From an optimization exercise on the open Yosys and OpenROAD flow, aimed at small area, a short achievable clock period and few clock cycles per item; shortcuts taken in it are not production practice.
Only simulation tests tie the RTL to the original design; equivalence was not proved.

==> v37 <==
Design kloile_enc, start of the top module:
module kloile_enc (
    input  wire         clk,
    input  wire         rst,
    input  wire         in_valid,
    output wire         in_ready,
    input  wire         in_k18,
    input  wire [575:0] in_pix,
    output wire         out_valid,
    input  wire         out_ready,
    output wire [383:0] out_word,
    output wire [11:0]  out_err
);
    genvar gi;
    localparam [1:0] A_IDLE = 2'd0, A_RUN = 2'd1, A_FIT = 2'd2;
    localparam [1:0] B_IDLE = 2'd0, B_RUN = 2'd1, B_OUT = 2'd2;
    reg  [1:0]   sta, stb;
    reg  [1:0]   gca;           
    reg  [2:0]   gcb;           
    reg          k18a, k18;
    reg  [575:0] blka, blk;
    reg          o_valid;
    reg  [319:0] o_body;
    reg  [50:0]  o_head;
    reg  [11:0]  o_err;
    assign in_ready  = (sta == A_IDLE);
    assign out_valid = o_valid;
    assign out_word  = {o_body, 13'd0, o_head};
    assign out_err   = o_err;
    function [143:0] group(input [575:0] b, input [1:0] g);
        group = b[144*g +: 144];
    endfunction
    wire [1:0]   ga   = gcb[1:0];
    wire [143:0] gpx  = group(blk, ga);
    wire [143:0] apx  = group(blka, gca);
    wire [47:0]  gy;
    wire [51:0]  gb, gr;
    generate
        for (gi = 0; gi < 4; gi = gi + 1) begin : g_tr
            wire [11:0] r = gpx[36*gi +: 12];
            wire [11:0] g = gpx[36*gi + 12 +: 12];
            wire [11:0] b = gpx[36*gi + 24 +: 12];
            wire [13:0] s = {2'b00, r} + {1'b0, g, 1'b0} + {2'b00, b};
            assign gy[12*gi +: 12] = s[13:2];
            assign gb[13*gi +: 13] = {1'b0, b} + {1'b0, ~g} + 13'd1;    
            assign gr[13*gi +: 13] = {1'b0, r} + {1'b0, ~g} + 13'd1;    
        end
    endgenerate
    wire [47:0]  ay;
  ...
==> flow/config.mk <==
export PLATFORM = sky130hd
export DESIGN_NAME = kloile_enc
export DESIGN_NICKNAME = kloile_enc
export VERILOG_FILES = /design/flow/design.v
export SDC_FILE = /design/flow/constraint.sdc
export NUM_CORES = 8
export LEC_CHECK = 0
export ABC_AREA = 1
export CAP_MARGIN = 40
export CORE_MARGIN = 2
export CORE_UTILIZATION = 50
export PLACE_DENSITY = 0.65
export SLEW_MARGIN = 40
export SYNTH_HIERARCHICAL = 1
==> flow/constraint.sdc <==
create_clock -name core_clock -period 22.0 [get_ports {clk}]
set_input_delay 4.4000 -clock core_clock [delete_from_list [all_inputs] [get_ports {clk}]]
set_output_delay 4.4000 -clock core_clock [all_outputs]
set_load 0.01 [all_outputs]
standard.sh (not shown) runs the stock make flow with config.mk's settings and CLKGATE_MAP_FILE= SYNTH_SCRIPT=/design/flow/synth_recipe.tcl, a recipe that flattens the netlist after the stock synthesis.
==> flow/flow/run.sh <==
#!/bin/bash
set -euo pipefail
MARGIN=${MARGIN:-11}
KNOBS="MAX_REPAIR_ANTENNAS_ITER_DRT=10 MAX_REPAIR_ANTENNAS_ITER_GRT=10"
sed "s#CLKGATE_MAP_FILE= #CLKGATE_MAP_FILE= SETUP_SLACK_MARGIN=${MARGIN} TNS_END_PERCENT=100 ${KNOBS} #" standard.sh > standard_cts.sh
sed "s#CLKGATE_MAP_FILE= #CLKGATE_MAP_FILE= SETUP_SLACK_MARGIN=${MARGIN} TNS_END_PERCENT=0 ${KNOBS} #" standard.sh > standard_route.sh
grep -q "TNS_END_PERCENT=100" standard_cts.sh
grep -q "TNS_END_PERCENT=0" standard_route.sh
bash standard_cts.sh cts > flow_cts.log 2>&1
bash standard_route.sh > flow_route.log 2>&1
==> v15 (differences from v37) <==
--- a/flow/flow/run.sh
+++ b/flow/flow/run.sh
@@ -1,5 +1,5 @@
 #!/bin/bash
 set -euo pipefail
-MARGIN=${MARGIN:-11}
+MARGIN=${MARGIN:-12.5}
 KNOBS="MAX_REPAIR_ANTENNAS_ITER_DRT=10 MAX_REPAIR_ANTENNAS_ITER_GRT=10"
 sed "s#CLKGATE_MAP_FILE= #CLKGATE_MAP_FILE= SETUP_SLACK_MARGIN=${MARGIN} TNS_END_PERCENT=100 ${KNOBS} #" standard.sh > standard_cts.sh
==> results.cfg <==
[cts]
post_cts_resized = 977
cts_setup_buffers = 232

[finish]
buffers = 1742
seq_share = 0.2997
drive_above_1_share = 0.09422

[status]
status = no timing/DRC/antenna violations

[route]
wl_mm = 1083
met3RoutedLength_mm = 144.3

[timing]
tightestPinTransition_ns = 1.098
slew_headroom = 0.2627
fin_skew_ns = 0.1119

[global_routing]
gr-usage-met1 = 0.5630

[setup_path]
r2r_slack_ns = 11.49
startpoint = bd[52]$_DFFE_PP_

[power_and_ir_drop]
leakagePower_nw = 113.5
[end of results for v15]
==> results.cfg <==
[cts]
cts_setup_buffers = 83
post_cts_resized = 259

[route]
wl_mm = 1080

[global_routing]
gr-usage-met1 = 0.5584

[finish]
buffers = 1696
seq_share = 0.3023

[status]
status = no timing/DRC/antenna violations
[end of results for v37]
Testbench counts of v37, summed over its fixed seeds: cycles 7,736, items 1,280.
Testbench counts of v15, summed over its fixed seeds: cycles 7,736, items 1,280.

re-timing with driven ports:
The flow's constraints put no driver on any port. The routed layouts listed below were extracted and timed again, unchanged, in two steps.
Step 1 assumes that a clkbuf_16 drives the clock port and a buf_2 every other input.
Step 2 times the ports against the registers' clock, not the clock port: input delays grow and output delays shrink by t, the midpoint of the rising clock arrivals with the driver on.
a / b / c = ideal ports / drivers / drivers and shift; a / b = the first two.
| run | shift t [ns] | setup WS [ns] | worst setup path after step 2 | clock arrival spread, ns | worst slew at a driven data input, ns |
|---|---|---|---|---|---|
| v37 | 1.123 | 11.118 / 11.118 / 11.118 | register to register | 0.127 / 0.127 | 0.40 |
| v15 | 1.101 | 11.490 / 11.490 / 11.490 | register to register | 0.117 / 0.117 | 0.35 |
After both steps setup and hold are still met in every run listed.
